Background: an optimization exercise with open tools, aiming at small area, a short achievable clock period and few clock cycles. Do not read the settings as production practice. Only simulation tests tie the RTL to the original design; equivalence was not proved. Power is estimated from default activity; no workload was simulated.

==> tundra: inputs <==
## dsp_exec
module dsp_exec (
    input  wire        clk,
    input  wire        rst,         
    input  wire        in_valid,
    output wire        in_ready,
    input  wire [35:0] in_insn,
    output reg         out_valid,
    input  wire        out_ready,
    output reg  [31:0] out_d,
    output reg  [39:0] out_acc,
    output reg  [15:0] out_st
);
clock: 17.0 ns
lec_check: 0
cap_margin: 20
core_margin: 2
core_utilization: 40
setup_slack_margin: 0.5
slew_margin: 20
standard.sh (not shown) runs the stock make flow with config.mk's settings and CLKGATE_MAP_FILE= SYNTH_SCRIPT=/design/flow/synth_recipe.tcl, a recipe that flattens the netlist after the stock synthesis.
==> flow/flow/run.sh <==
#!/bin/bash
# Standard ORFS layout (the standard.sh) with two changes to how it is made:
#  - setup repair aims for slack well beyond the 17 ns clock (SETUP_SLACK_MARGIN
#    raised), so repair_timing works the paths down to about 5.4 ns;
#  - the port buffers are buf_2 cells (resizable buf family) instead of the
#    default delay-buffer cell, which MATCH_CELL_FOOTPRINT keeps from resizing.
# Clock, constraints and every other step are unchanged.  Make's output goes to
# flow_make.log; ORFS writes each step's log under orfs/logs.
set -euo pipefail
MARGIN=${MARGIN:-11.6}
bash standard.sh SETUP_SLACK_MARGIN=$MARGIN "BUFFER_PORTS_ARGS=-buffer_cell sky130_fd_sc_hd__buf_2" finish > flow_make.log 2>&1
==> xenon (differences from tundra) <==
--- a/flow/design.v
+++ b/flow/design.v
@@ -25,22 +25,23 @@
     reg [15:0] st;
     reg        sk_valid;
     reg        in_rdy;        
     reg [35:0] sk_insn;
     assign in_ready = in_rdy;
     wire accept = in_valid && !sk_valid;
     wire [35:0] nx_insn = sk_valid ? sk_insn : in_insn;
     wire [5:0]  nx_op   = nx_insn[35:30];
-    wire        nx_mul  = (nx_op == OP_MPY) || (nx_op == OP_MAC) || (nx_op == OP_MSU) || (nx_op == OP_LDAC);
+    wire        nx_mul  = nx_op[5];
+    wire        nx_mulb = (nx_op[5:2] == 4'b1000);
     wire        nx_mvr  = (nx_op == OP_MVR);
     wire        nx_a32  = (nx_op == OP_ADD32) || (nx_op == OP_SUB32);
     wire [3:0]  nx_aa   = nx_mul ? nx_insn[27:24] : nx_mvr ? nx_insn[29:26] :
                           {nx_insn[25:23], nx_insn[22] & !nx_a32};
-    wire [3:0]  nx_ab   = nx_mul ? nx_insn[23:20] : {nx_insn[21:19], nx_insn[18] & !nx_a32};
+    wire [3:0]  nx_ab   = nx_mulb ? nx_insn[23:20] : {nx_insn[21:19], nx_insn[18] & !nx_a32};
     wire [5:0]  nx_amt  = ((nx_op == OP_SHA) && nx_insn[5]) ? (6'd0 - nx_insn[5:0]) : {1'b0, nx_insn[4:0]};
     wire [1:0]  nx_ap   = (nx_op == OP_SHA) ? nx_insn[29:28] :
                           ((nx_op == OP_ADDA) || (nx_op == OP_SUBA)) ? nx_insn[27:26] : nx_insn[25:24];
     reg        ir_valid;
     reg [35:0] ir;
     reg [3:0]  ir_aa, ir_ab;
     reg [1:0]  ir_ap;
     reg [5:0]  ir_amt;        
@@ -143,16 +144,23 @@
     wire [15:0] db = ir_ab[0] ? pb[31:16] : pb[15:0];
     reg [3:0]  ap_sel;        
     reg [39:0] av;
     always @(*) begin
         av = 40'd0;
         for (k = 0; k < 4; k = k + 1)
             av = av | ({40{ap_sel[k]}} & areg[k]);
     end
+    reg [3:0]  xs_sel;        
+    reg [39:0] xv1;
+    always @(*) begin
+        xv1 = 40'd0;
+        for (k = 0; k < 4; k = k + 1)
+            xv1 = xv1 | ({40{xs_sel[k]}} & areg[k]);
+    end
     wire [15:0] bsrc  = is_addi ? f_imm : db;
     wire [31:0] ax    = {pa[31:16], da};
     wire [31:0] bx    = {pb[31:16], bsrc} ^ {32{dosub}};
     wire [33:0] sum2  = {1'b0, ax, dosub} + {1'b0, bx, dosub};     
     wire [32:0] sum   = sum2[33:1];
     wire        c16   = sum[16] ^ ax[16] ^ bx[16];
     wire        v16   = (ax[15] == bx[15]) && (sum[15] != ax[15]);
     wire        v32   = (ax[31] == bx[31]) && (sum[31] != ax[31]);
@@ -184,68 +192,72 @@
     always @(*) for (m = 0; m < 40; m = m + 1) q_rev[m] = q[39-m];
     reg  [15:0] dsw;
     always @(*) for (m = 0; m < 16; m = m + 1) dsw[m] = is_shl ? da[15-m] : da[m];
     wire [16:0] sh16x = {{15{is_asr && da[15]}}, dsw, 1'b0} >> f_sh4;
     reg  [15:0] sh16r;
     always @(*) for (m = 0; m < 16; m = m + 1) sh16r[m] = sh16x[16-m];
     wire [15:0] shr16 = is_shl ? sh16r : sh16x[16:1];
     wire        shc   = sh16x[0];
-    reg         sha_ovf;
-    always @(*) begin
-        sha_ovf = 1'b0;
-        for (m = 8; m < 39; m = m + 1)
-            if ({1'b0, ir[4:0]} >= 6'd39 - m[5:0])
-                sha_ovf = sha_ovf | (av[m] ^ av[39]);
-    end
+    reg  [32:0] ts;
+    always @(*) for (m = 0; m < 33; m = m + 1) ts[m] = ({1'b0, ir[4:0]} >= m[5:0]);
+    reg  [38:0] ovm;          
+    always @(*) for (m = 0; m < 39; m = m + 1) ovm[m] = (m >= 8) ? ts[39-m] : 1'b0;
+    wire        sha_ovf = |((av[38:0] ^ {39{av[39]}}) & ovm);
     wire [39:0] sha_val = sha_left ? q_rev : q;
-    reg         sticky;
-    always @(*) begin
-        sticky = 1'b0;
-        for (m = 0; m < 30; m = m + 1)
-            if ({1'b0, ir[4:0]} >= m[5:0] + 6'd2)
-                sticky = sticky | av[m];
-    end
+    wire        sticky  = |(av[29:0] & ts[31:2]);
     wire [1:0]  rnd  = st[13:12];
     wire        inc  = ((rnd == 2'd1) && half) || ((rnd == 2'd2) && half && (sticky || q[0]));
     wire [31:0] qi   = q[31:0] + {31'd0, inc};
-    wire        hi0_16 = (q[39:15] == 25'd0);
-    wire        hi1_16 = (q[39:15] == {25{1'b1}});
-    wire        fit16  = hi1_16 || (hi0_16 && !((q[14:0] == 15'h7FFF) && inc));
-    wire        hi0_32 = (q[39:31] == 9'd0);
-    wire        hi1_32 = (q[39:31] == 9'h1FF);
-    wire        fit32  = hi1_32 || (hi0_32 && !((q[30:0] == 31'h7FFFFFFF) && inc));
-    wire [15:0] sta16  = fit16 ? qi[15:0] : (q[39] ? 16'h8000 : 16'h7FFF);
-    wire [31:0] sta32  = fit32 ? qi : (q[39] ? 32'h80000000 : 32'h7FFFFFFF);
+    wire [38:0] tchg = av[39:1] ^ av[38:0];      
+    reg  [39:0] ge, m16, m32, r15, r31;
+    always @(*) begin
+        for (m = 0; m < 40; m = m + 1) begin
+            ge[m]  = (m >= 31) ? 1'b1 : !ts[m+1];
+            m16[m] = (m >= 15) ? ge[m-15] : 1'b0;       
+            m32[m] = (m >= 31) ? ge[m-31] : 1'b0;       
+            r15[m] = ge[m] && !m16[m];                  
+            r31[m] = ge[m] && !m32[m];                  
+        end
+    end
+    wire        f16    = !(|(tchg & m16[38:0]));
+    wire        f32    = !(|(tchg & m32[38:0]));
+    wire        ones15 = &(av | ~r15);
+    wire        ones31 = &(av | ~r31);
+    wire        sat_hi16 = !av[39] && (!f16 || (ones15 && inc));
+    wire        sat_lo16 =  av[39] && !f16;
+    wire        sat_hi32 = !av[39] && (!f32 || (ones31 && inc));
+    wire        sat_lo32 =  av[39] && !f32;
+    wire        fit16  = !(sat_hi16 || sat_lo16);
+    wire        fit32  = !(sat_hi32 || sat_lo32);
+    wire [15:0] sta16  = sat_hi16 ? 16'h7FFF : sat_lo16 ? 16'h8000 : qi[15:0];
+    wire [31:0] sta32  = sat_hi32 ? 32'h7FFFFFFF : sat_lo32 ? 32'h80000000 : qi;
     wire [40:0] mul_s, mul_c;
     dsp_booth u_booth (.a(da), .b(db), .neg(is_msu), .s(mul_s), .c(mul_c));
     reg         e2_valid;
     reg  [40:0] e2_s, e2_c;
     reg         e2_cin;
-    reg  [3:0]  e2_xsel;      
+    reg  [39:0] e2_x;         
     reg  [1:0]  e2_acc;
     reg         e2_wra;       
     reg         e2_chk;       
+    reg         e2_satc;      
+    reg         e2_sats;      
     reg         e2_shaov;     
     reg         e2_shasg;     
     reg  [31:0] e2_d;         
-    reg [39:0] xv;
-    always @(*) begin
-        xv = 40'd0;
-        for (k = 0; k < 4; k = k + 1)
-            xv = xv | ({40{e2_xsel[k]}} & areg[k]);
-    end
-    wire [40:0] xx   = {xv[39], xv};
+    wire [40:0] xx   = {e2_x[39], e2_x};
     wire [40:0] cs_s = xx ^ e2_s ^ e2_c;
     wire [40:0] cs_c = {(xx[39:0] & e2_s[39:0]) | (xx[39:0] & e2_c[39:0]) | (e2_s[39:0] & e2_c[39:0]), e2_cin};
     wire [40:0] ex   = cs_s + cs_c;
-    wire        sata = st[11];
-    wire        ov   = e2_chk ? (ex[40] ^ ex[39]) : e2_shaov;
+    wire        ov_a = ex[40] ^ ex[39];
+    wire        ov   = (e2_chk && ov_a) || e2_shaov;
+    wire        sat  = (e2_satc && ov_a) || e2_sats;
     wire        sgn  = e2_chk ? ex[40] : e2_shasg;
-    wire [39:0] accr = (ov && sata) ? (sgn ? {1'b1, 39'd0} : {1'b0, {39{1'b1}}}) : ex[39:0];
+    wire [39:0] accr = sat ? (sgn ? {1'b1, 39'd0} : {1'b0, {39{1'b1}}}) : ex[39:0];
     wire        e2_ovf = e2_valid && ov;
     wire out_free = !out_valid || out_ready;
     wire e2_free  = !e2_valid || out_free;
     wire hazard   = e2_valid && e2_wra && rd_acc1 && (ir_ap == e2_acc);
     wire ir_go    = ir_valid && e2_free && !hazard;
     wire ir_free  = !ir_valid || ir_go;
     wire [15:0] st_now = {st[15:6], st[5] | e2_ovf, st[4:0]};    
     reg         wr_d, wr_p;
@@ -300,21 +312,22 @@
         end
     end
     wire [15:0] whi_bus = wr_p ? whi : wlo;
     wire [40:0] s_in = is_mul ? mul_s :
                        is_adda ? ({av[39], av} ^ {41{is_suba}}) :
                        is_sha  ? {1'b0, sha_val} :
                        is_ldac ? {{9{pa[31]}}, pa} : 41'd0;
     wire [40:0] c_in = is_mul ? mul_c : 41'd0;
-    reg  [3:0] avld_nx;
+    reg  [3:0] avld_e2, avld_ir;
     always @(*)
-        for (k = 0; k < 4; k = k + 1)
-            avld_nx[k] = avld[k] || (e2_valid && out_free && e2_wra && e2_acc == k);
-    wire [1:0] ap_nx = ir_free ? nx_ap : ir_ap;
+        for (k = 0; k < 4; k = k + 1) begin
+            avld_e2[k] = avld[k] || (e2_valid && e2_wra && e2_acc == k);
+            avld_ir[k] = avld_e2[k] || (ir_valid && wr_acc && f_acc == k);
+        end
     reg  [15:0] wmask;
     always @(*)
         for (k = 0; k < 16; k = k + 1)
             wmask[k] = (wr_d && f_d == k) || (wr_p && f_d[3:1] == k[3:1]);
     wire [15:0] dvld_ld = dvld | (ir_valid ? wmask : 16'd0);
     integer n;
     always @(posedge clk) begin
         if (!sk_valid)
@@ -328,32 +341,36 @@
             ir_f  <= nx_f;
             for (n = 0; n < 8; n = n + 1) begin
                 sa_lo[n] <= (nx_aa[3:1] == n) && dvld_ld[2*n];
                 sa_hi[n] <= (nx_aa[3:1] == n) && dvld_ld[2*n+1];
                 sb_lo[n] <= (nx_ab[3:1] == n) && dvld_ld[2*n];
                 sb_hi[n] <= (nx_ab[3:1] == n) && dvld_ld[2*n+1];
             end
         end
-        for (n = 0; n < 4; n = n + 1)
-            ap_sel[n] <= (ap_nx == n) && avld_nx[n];
+        if (ir_free)
+            for (n = 0; n < 4; n = n + 1) begin
+                ap_sel[n] <= (nx_ap == n) && avld_ir[n];
+                xs_sel[n] <= nx_f[28] && (nx_insn[29:28] == n) && avld_ir[n];
+            end
         for (n = 0; n < 16; n = n + 1) begin
             if (ir_go && wmask[n]) begin
                 dreg[n] <= n[0] ? whi_bus : wlo;
             end
         end
         for (n = 0; n < 4; n = n + 1)
             if (e2_valid && out_free && e2_wra && e2_acc == n)
                 areg[n] <= accr;
         if (e2_free) begin
             e2_s     <= s_in;
             e2_c     <= c_in;
             e2_cin   <= is_suba;
-            for (n = 0; n < 4; n = n + 1)
-                e2_xsel[n] <= use_x && (f_acc == n) && avld_nx[n];
+            e2_x     <= (use_x && e2_valid && e2_wra && e2_acc == f_acc) ? accr : xv1;
+            e2_satc  <= use_x && st[11];
+            e2_sats  <= is_sha && sha_left && sha_ovf && st[11];
             e2_acc   <= f_acc;
             e2_wra   <= wr_acc;
             e2_chk   <= use_x;
             e2_shaov <= is_sha && sha_left && sha_ovf;
             e2_shasg <= av[39];
             e2_d     <= {wr_p ? whi : 16'd0, (wr_d || wr_p) ? wlo : 16'd0};
         end
         if (out_free) begin
Settings changed: CORE_UTILIZATION 40 to 55, PLACE_DENSITY set to 0.68.
==> umber (differences from tundra) <==
--- a/flow/design.v
+++ b/flow/design.v
@@ -25,22 +25,23 @@
     reg [15:0] st;
     reg        sk_valid;
     reg        in_rdy;        
     reg [35:0] sk_insn;
     assign in_ready = in_rdy;
     wire accept = in_valid && !sk_valid;
     wire [35:0] nx_insn = sk_valid ? sk_insn : in_insn;
     wire [5:0]  nx_op   = nx_insn[35:30];
-    wire        nx_mul  = (nx_op == OP_MPY) || (nx_op == OP_MAC) || (nx_op == OP_MSU) || (nx_op == OP_LDAC);
+    wire        nx_mul  = nx_op[5];
+    wire        nx_mulb = (nx_op[5:2] == 4'b1000);
     wire        nx_mvr  = (nx_op == OP_MVR);
     wire        nx_a32  = (nx_op == OP_ADD32) || (nx_op == OP_SUB32);
     wire [3:0]  nx_aa   = nx_mul ? nx_insn[27:24] : nx_mvr ? nx_insn[29:26] :
                           {nx_insn[25:23], nx_insn[22] & !nx_a32};
-    wire [3:0]  nx_ab   = nx_mul ? nx_insn[23:20] : {nx_insn[21:19], nx_insn[18] & !nx_a32};
+    wire [3:0]  nx_ab   = nx_mulb ? nx_insn[23:20] : {nx_insn[21:19], nx_insn[18] & !nx_a32};
     wire [5:0]  nx_amt  = ((nx_op == OP_SHA) && nx_insn[5]) ? (6'd0 - nx_insn[5:0]) : {1'b0, nx_insn[4:0]};
     wire [1:0]  nx_ap   = (nx_op == OP_SHA) ? nx_insn[29:28] :
                           ((nx_op == OP_ADDA) || (nx_op == OP_SUBA)) ? nx_insn[27:26] : nx_insn[25:24];
     reg        ir_valid;
     reg [35:0] ir;
     reg [3:0]  ir_aa, ir_ab;
     reg [1:0]  ir_ap;
     reg [5:0]  ir_amt;        
@@ -143,16 +144,23 @@
     wire [15:0] db = ir_ab[0] ? pb[31:16] : pb[15:0];
     reg [3:0]  ap_sel;        
     reg [39:0] av;
     always @(*) begin
         av = 40'd0;
         for (k = 0; k < 4; k = k + 1)
             av = av | ({40{ap_sel[k]}} & areg[k]);
     end
+    reg [3:0]  xs_sel;        
+    reg [39:0] xv1;
+    always @(*) begin
+        xv1 = 40'd0;
+        for (k = 0; k < 4; k = k + 1)
+            xv1 = xv1 | ({40{xs_sel[k]}} & areg[k]);
+    end
     wire [15:0] bsrc  = is_addi ? f_imm : db;
     wire [31:0] ax    = {pa[31:16], da};
     wire [31:0] bx    = {pb[31:16], bsrc} ^ {32{dosub}};
     wire [33:0] sum2  = {1'b0, ax, dosub} + {1'b0, bx, dosub};     
     wire [32:0] sum   = sum2[33:1];
     wire        c16   = sum[16] ^ ax[16] ^ bx[16];
     wire        v16   = (ax[15] == bx[15]) && (sum[15] != ax[15]);
     wire        v32   = (ax[31] == bx[31]) && (sum[31] != ax[31]);
@@ -184,68 +192,72 @@
     always @(*) for (m = 0; m < 40; m = m + 1) q_rev[m] = q[39-m];
     reg  [15:0] dsw;
     always @(*) for (m = 0; m < 16; m = m + 1) dsw[m] = is_shl ? da[15-m] : da[m];
     wire [16:0] sh16x = {{15{is_asr && da[15]}}, dsw, 1'b0} >> f_sh4;
     reg  [15:0] sh16r;
     always @(*) for (m = 0; m < 16; m = m + 1) sh16r[m] = sh16x[16-m];
     wire [15:0] shr16 = is_shl ? sh16r : sh16x[16:1];
     wire        shc   = sh16x[0];
-    reg         sha_ovf;
-    always @(*) begin
-        sha_ovf = 1'b0;
-        for (m = 8; m < 39; m = m + 1)
-            if ({1'b0, ir[4:0]} >= 6'd39 - m[5:0])
-                sha_ovf = sha_ovf | (av[m] ^ av[39]);
-    end
+    reg  [32:0] ts;
+    always @(*) for (m = 0; m < 33; m = m + 1) ts[m] = ({1'b0, ir[4:0]} >= m[5:0]);
+    reg  [38:0] ovm;          
+    always @(*) for (m = 0; m < 39; m = m + 1) ovm[m] = (m >= 8) ? ts[39-m] : 1'b0;
+    wire        sha_ovf = |((av[38:0] ^ {39{av[39]}}) & ovm);
     wire [39:0] sha_val = sha_left ? q_rev : q;
-    reg         sticky;
-    always @(*) begin
-        sticky = 1'b0;
-        for (m = 0; m < 30; m = m + 1)
-            if ({1'b0, ir[4:0]} >= m[5:0] + 6'd2)
-                sticky = sticky | av[m];
-    end
+    wire        sticky  = |(av[29:0] & ts[31:2]);
     wire [1:0]  rnd  = st[13:12];
     wire        inc  = ((rnd == 2'd1) && half) || ((rnd == 2'd2) && half && (sticky || q[0]));
     wire [31:0] qi   = q[31:0] + {31'd0, inc};
-    wire        hi0_16 = (q[39:15] == 25'd0);
-    wire        hi1_16 = (q[39:15] == {25{1'b1}});
-    wire        fit16  = hi1_16 || (hi0_16 && !((q[14:0] == 15'h7FFF) && inc));
-    wire        hi0_32 = (q[39:31] == 9'd0);
-    wire        hi1_32 = (q[39:31] == 9'h1FF);
-    wire        fit32  = hi1_32 || (hi0_32 && !((q[30:0] == 31'h7FFFFFFF) && inc));
-    wire [15:0] sta16  = fit16 ? qi[15:0] : (q[39] ? 16'h8000 : 16'h7FFF);
-    wire [31:0] sta32  = fit32 ? qi : (q[39] ? 32'h80000000 : 32'h7FFFFFFF);
+    wire [38:0] tchg = av[39:1] ^ av[38:0];      
+    reg  [39:0] ge, m16, m32, r15, r31;
+    always @(*) begin
+        for (m = 0; m < 40; m = m + 1) begin
+            ge[m]  = (m >= 31) ? 1'b1 : !ts[m+1];
+            m16[m] = (m >= 15) ? ge[m-15] : 1'b0;       
+            m32[m] = (m >= 31) ? ge[m-31] : 1'b0;       
+            r15[m] = ge[m] && !m16[m];                  
+            r31[m] = ge[m] && !m32[m];                  
+        end
+    end
+    wire        f16    = !(|(tchg & m16[38:0]));
+    wire        f32    = !(|(tchg & m32[38:0]));
+    wire        ones15 = &(av | ~r15);
+    wire        ones31 = &(av | ~r31);
+    wire        sat_hi16 = !av[39] && (!f16 || (ones15 && inc));
+    wire        sat_lo16 =  av[39] && !f16;
+    wire        sat_hi32 = !av[39] && (!f32 || (ones31 && inc));
+    wire        sat_lo32 =  av[39] && !f32;
+    wire        fit16  = !(sat_hi16 || sat_lo16);
+    wire        fit32  = !(sat_hi32 || sat_lo32);
+    wire [15:0] sta16  = sat_hi16 ? 16'h7FFF : sat_lo16 ? 16'h8000 : qi[15:0];
+    wire [31:0] sta32  = sat_hi32 ? 32'h7FFFFFFF : sat_lo32 ? 32'h80000000 : qi;
     wire [40:0] mul_s, mul_c;
     dsp_booth u_booth (.a(da), .b(db), .neg(is_msu), .s(mul_s), .c(mul_c));
     reg         e2_valid;
     reg  [40:0] e2_s, e2_c;
     reg         e2_cin;
-    reg  [3:0]  e2_xsel;      
+    reg  [39:0] e2_x;         
     reg  [1:0]  e2_acc;
     reg         e2_wra;       
     reg         e2_chk;       
+    reg         e2_satc;      
+    reg         e2_sats;      
     reg         e2_shaov;     
     reg         e2_shasg;     
     reg  [31:0] e2_d;         
-    reg [39:0] xv;
-    always @(*) begin
-        xv = 40'd0;
-        for (k = 0; k < 4; k = k + 1)
-            xv = xv | ({40{e2_xsel[k]}} & areg[k]);
-    end
-    wire [40:0] xx   = {xv[39], xv};
+    wire [40:0] xx   = {e2_x[39], e2_x};
     wire [40:0] cs_s = xx ^ e2_s ^ e2_c;
     wire [40:0] cs_c = {(xx[39:0] & e2_s[39:0]) | (xx[39:0] & e2_c[39:0]) | (e2_s[39:0] & e2_c[39:0]), e2_cin};
     wire [40:0] ex   = cs_s + cs_c;
-    wire        sata = st[11];
-    wire        ov   = e2_chk ? (ex[40] ^ ex[39]) : e2_shaov;
+    wire        ov_a = ex[40] ^ ex[39];
+    wire        ov   = (e2_chk && ov_a) || e2_shaov;
+    wire        sat  = (e2_satc && ov_a) || e2_sats;
     wire        sgn  = e2_chk ? ex[40] : e2_shasg;
-    wire [39:0] accr = (ov && sata) ? (sgn ? {1'b1, 39'd0} : {1'b0, {39{1'b1}}}) : ex[39:0];
+    wire [39:0] accr = sat ? (sgn ? {1'b1, 39'd0} : {1'b0, {39{1'b1}}}) : ex[39:0];
     wire        e2_ovf = e2_valid && ov;
     wire out_free = !out_valid || out_ready;
     wire e2_free  = !e2_valid || out_free;
     wire hazard   = e2_valid && e2_wra && rd_acc1 && (ir_ap == e2_acc);
     wire ir_go    = ir_valid && e2_free && !hazard;
     wire ir_free  = !ir_valid || ir_go;
     wire [15:0] st_now = {st[15:6], st[5] | e2_ovf, st[4:0]};    
     reg         wr_d, wr_p;
@@ -300,21 +312,22 @@
         end
     end
     wire [15:0] whi_bus = wr_p ? whi : wlo;
     wire [40:0] s_in = is_mul ? mul_s :
                        is_adda ? ({av[39], av} ^ {41{is_suba}}) :
                        is_sha  ? {1'b0, sha_val} :
                        is_ldac ? {{9{pa[31]}}, pa} : 41'd0;
     wire [40:0] c_in = is_mul ? mul_c : 41'd0;
-    reg  [3:0] avld_nx;
+    reg  [3:0] avld_e2, avld_ir;
     always @(*)
-        for (k = 0; k < 4; k = k + 1)
-            avld_nx[k] = avld[k] || (e2_valid && out_free && e2_wra && e2_acc == k);
-    wire [1:0] ap_nx = ir_free ? nx_ap : ir_ap;
+        for (k = 0; k < 4; k = k + 1) begin
+            avld_e2[k] = avld[k] || (e2_valid && e2_wra && e2_acc == k);
+            avld_ir[k] = avld_e2[k] || (ir_valid && wr_acc && f_acc == k);
+        end
     reg  [15:0] wmask;
     always @(*)
         for (k = 0; k < 16; k = k + 1)
             wmask[k] = (wr_d && f_d == k) || (wr_p && f_d[3:1] == k[3:1]);
     wire [15:0] dvld_ld = dvld | (ir_valid ? wmask : 16'd0);
     integer n;
     always @(posedge clk) begin
         if (!sk_valid)
@@ -328,32 +341,36 @@
             ir_f  <= nx_f;
             for (n = 0; n < 8; n = n + 1) begin
                 sa_lo[n] <= (nx_aa[3:1] == n) && dvld_ld[2*n];
                 sa_hi[n] <= (nx_aa[3:1] == n) && dvld_ld[2*n+1];
                 sb_lo[n] <= (nx_ab[3:1] == n) && dvld_ld[2*n];
                 sb_hi[n] <= (nx_ab[3:1] == n) && dvld_ld[2*n+1];
             end
         end
-        for (n = 0; n < 4; n = n + 1)
-            ap_sel[n] <= (ap_nx == n) && avld_nx[n];
+        if (ir_free)
+            for (n = 0; n < 4; n = n + 1) begin
+                ap_sel[n] <= (nx_ap == n) && avld_ir[n];
+                xs_sel[n] <= nx_f[28] && (nx_insn[29:28] == n) && avld_ir[n];
+            end
         for (n = 0; n < 16; n = n + 1) begin
             if (ir_go && wmask[n]) begin
                 dreg[n] <= n[0] ? whi_bus : wlo;
             end
         end
         for (n = 0; n < 4; n = n + 1)
             if (e2_valid && out_free && e2_wra && e2_acc == n)
                 areg[n] <= accr;
         if (e2_free) begin
             e2_s     <= s_in;
             e2_c     <= c_in;
             e2_cin   <= is_suba;
-            for (n = 0; n < 4; n = n + 1)
-                e2_xsel[n] <= use_x && (f_acc == n) && avld_nx[n];
+            e2_x     <= (use_x && e2_valid && e2_wra && e2_acc == f_acc) ? accr : xv1;
+            e2_satc  <= use_x && st[11];
+            e2_sats  <= is_sha && sha_left && sha_ovf && st[11];
             e2_acc   <= f_acc;
             e2_wra   <= wr_acc;
             e2_chk   <= use_x;
             e2_shaov <= is_sha && sha_left && sha_ovf;
             e2_shasg <= av[39];
             e2_d     <= {wr_p ? whi : 16'd0, (wr_d || wr_p) ? wlo : 16'd0};
         end
         if (out_free) begin
Settings changed: ABC_AREA set to 1, CORE_UTILIZATION 40 to 55, PLACE_DENSITY set to 0.68.
==> flow_summary.html <==
<table>
<tr><th>Metric</th><th>Value</th></tr>
<tr><th colspan="2">Critical path</th></tr>
<tr><td>Maximum fanout along the worst path</td><td>21</td></tr>
<tr><td>Launch instance of the worst register-to-register path</td><td>ap_sel[2]</td></tr>
<tr><th colspan="2">STA</th></tr>
<tr><td>Clk_skew</td><td>around 0.057 ns</td></tr>
<tr><th colspan="2">Drt</th></tr>
<tr><td>Detailed route wirelength on metal3</td><td>32300 µm</td></tr>
<tr><th colspan="2">Finish</th></tr>
<tr><td>Seq_cells</td><td>837</td></tr>
<tr><td>Number of nets at the end of the flow</td><td>a little under 6k</td></tr>
<tr><td>Number of antenna diodes</td><td>4</td></tr>
<tr><th colspan="2">Outcome</th></tr>
<tr><td>Result of the run</td><td>timing/DRC/antenna clean</td></tr>
<tr><th colspan="2">Power</th></tr>
<tr><td>Pwr Total</td><td>between 10 and 15 mW</td></tr>
<tr><th colspan="2">Synth</th></tr>
<tr><td>Unique masters post-synth</td><td>97</td></tr>
<tr><th colspan="2">Hold path</th></tr>
<tr><td>Worst hold endpoint</td><td>out_d[8]</td></tr>
<tr><th colspan="2">Clock tree</th></tr>
<tr><td>TritonCTS sink count</td><td>about 840</td></tr>
</table>
The numbers above come from xenon.

==> flow_summary.html <==
<table>
<tr><th>Metric</th><th>Value</th></tr>
<tr><th colspan="2">Hold path</th></tr>
<tr><td>Worst hold endpoint</td><td>out_d[13]</td></tr>
<tr><th colspan="2">STA</th></tr>
<tr><td>Clk_skew</td><td>approximately 0.040 ns</td></tr>
<tr><th colspan="2">Finish</th></tr>
<tr><td>Number of nets at the end of the flow</td><td>~7.7k</td></tr>
<tr><td>Seq_cells</td><td>between 800 and 900</td></tr>
<tr><td>Number of antenna diodes</td><td>3</td></tr>
<tr><th colspan="2">Critical path</th></tr>
<tr><td>Maximum fanout along the worst path</td><td>23</td></tr>
<tr><td>Launch instance of the worst register-to-register path</td><td>sa_lo[3]</td></tr>
<tr><td>Cell occurring most often along the worst timing path</td><td>sky130_fd_sc_hd__nand2_1</td></tr>
<tr><th colspan="2">Clock tree</th></tr>
<tr><td>TritonCTS sink count</td><td>837</td></tr>
<tr><th colspan="2">Drt</th></tr>
<tr><td>Detailed route wirelength on metal3</td><td>30700 µm</td></tr>
<tr><th colspan="2">Synth</th></tr>
<tr><td>Unique masters post-synth</td><td>67</td></tr>
<tr><th colspan="2">Outcome</th></tr>
<tr><td>Result of the run</td><td>timing/DRC/antenna clean</td></tr>
</table>
The numbers above come from umber.

==> flow_summary.html <==
<table>
<tr><th>Metric</th><th>Value</th></tr>
<tr><th colspan="2">Critical path</th></tr>
<tr><td>Maximum fanout along the worst path</td><td>20</td></tr>
<tr><td>Launch instance of the worst register-to-register path</td><td>sa_hi[0]</td></tr>
<tr><th colspan="2">STA</th></tr>
<tr><td>Clk_skew</td><td>roughly 0.053 ns</td></tr>
<tr><th colspan="2">Clock tree</th></tr>
<tr><td>TritonCTS sink count</td><td>slightly below 800</td></tr>
<tr><th colspan="2">Finish</th></tr>
<tr><td>Number of antenna diodes</td><td>4</td></tr>
<tr><td>Number of nets at the end of the flow</td><td>approximately 6.2k</td></tr>
<tr><td>Area of the multi-input gates</td><td>0.0319 mm²</td></tr>
<tr><th colspan="2">Outcome</th></tr>
<tr><td>Result of the run</td><td>timing/DRC/antenna clean</td></tr>
<tr><th colspan="2">Drt</th></tr>
<tr><td>Detailed route wirelength on metal3</td><td>roughly 30000 µm</td></tr>
<tr><th colspan="2">Power</th></tr>
<tr><td>Pwr Total</td><td>approximately 11 mW</td></tr>
<tr><th colspan="2">Synth</th></tr>
<tr><td>Unique masters post-synth</td><td>99</td></tr>
</table>
The numbers above come from tundra.

Testbench counts of tundra, summed over its fixed seeds: cycles 32,773.
Testbench counts of xenon, summed over its fixed seeds: cycles 32,773.
Testbench counts of umber, summed over its fixed seeds: cycles 32,773.

==> separate check: timing with driven ports <==
No port has a modelled driver above. Below, the same layouts with a new extraction and two added sets of constraints. Step 1 sets driving cells, clkbuf_16 on the clock port and buf_2 on the other inputs (assumed; they add their load-dependent delay and slew). Step 2 adds t to the input delays and takes it off the output delays; t is the mean of the earliest and latest rising clock arrival at the registers after step 1. Input paths then give back, and output paths get back, about the clock's delay inside the block. a / b / c = no drivers / after step 1 / after step 2; a / b = the first two.
run	shift t [ns]	setup slack, ns	worst hold slack (ns)	slew at the worst register clock pin (ns)
tundra	0.784	11.518 / 11.518 / 10.977	0.417 / 0.417 / 0.417	0.08 / 0.08
xenon	0.756	11.504 / 11.504 / 10.966	0.418 / 0.418 / 0.418	0.07 / 0.07
umber	0.790	11.566 / 11.566 / 10.943	0.413 / 0.413 / 0.413	0.07 / 0.07
After both steps setup and hold are still met in every run listed. The setup slack of umber, which loses most, moves by 0.000 ns with the drivers and by -0.623 ns with both steps.
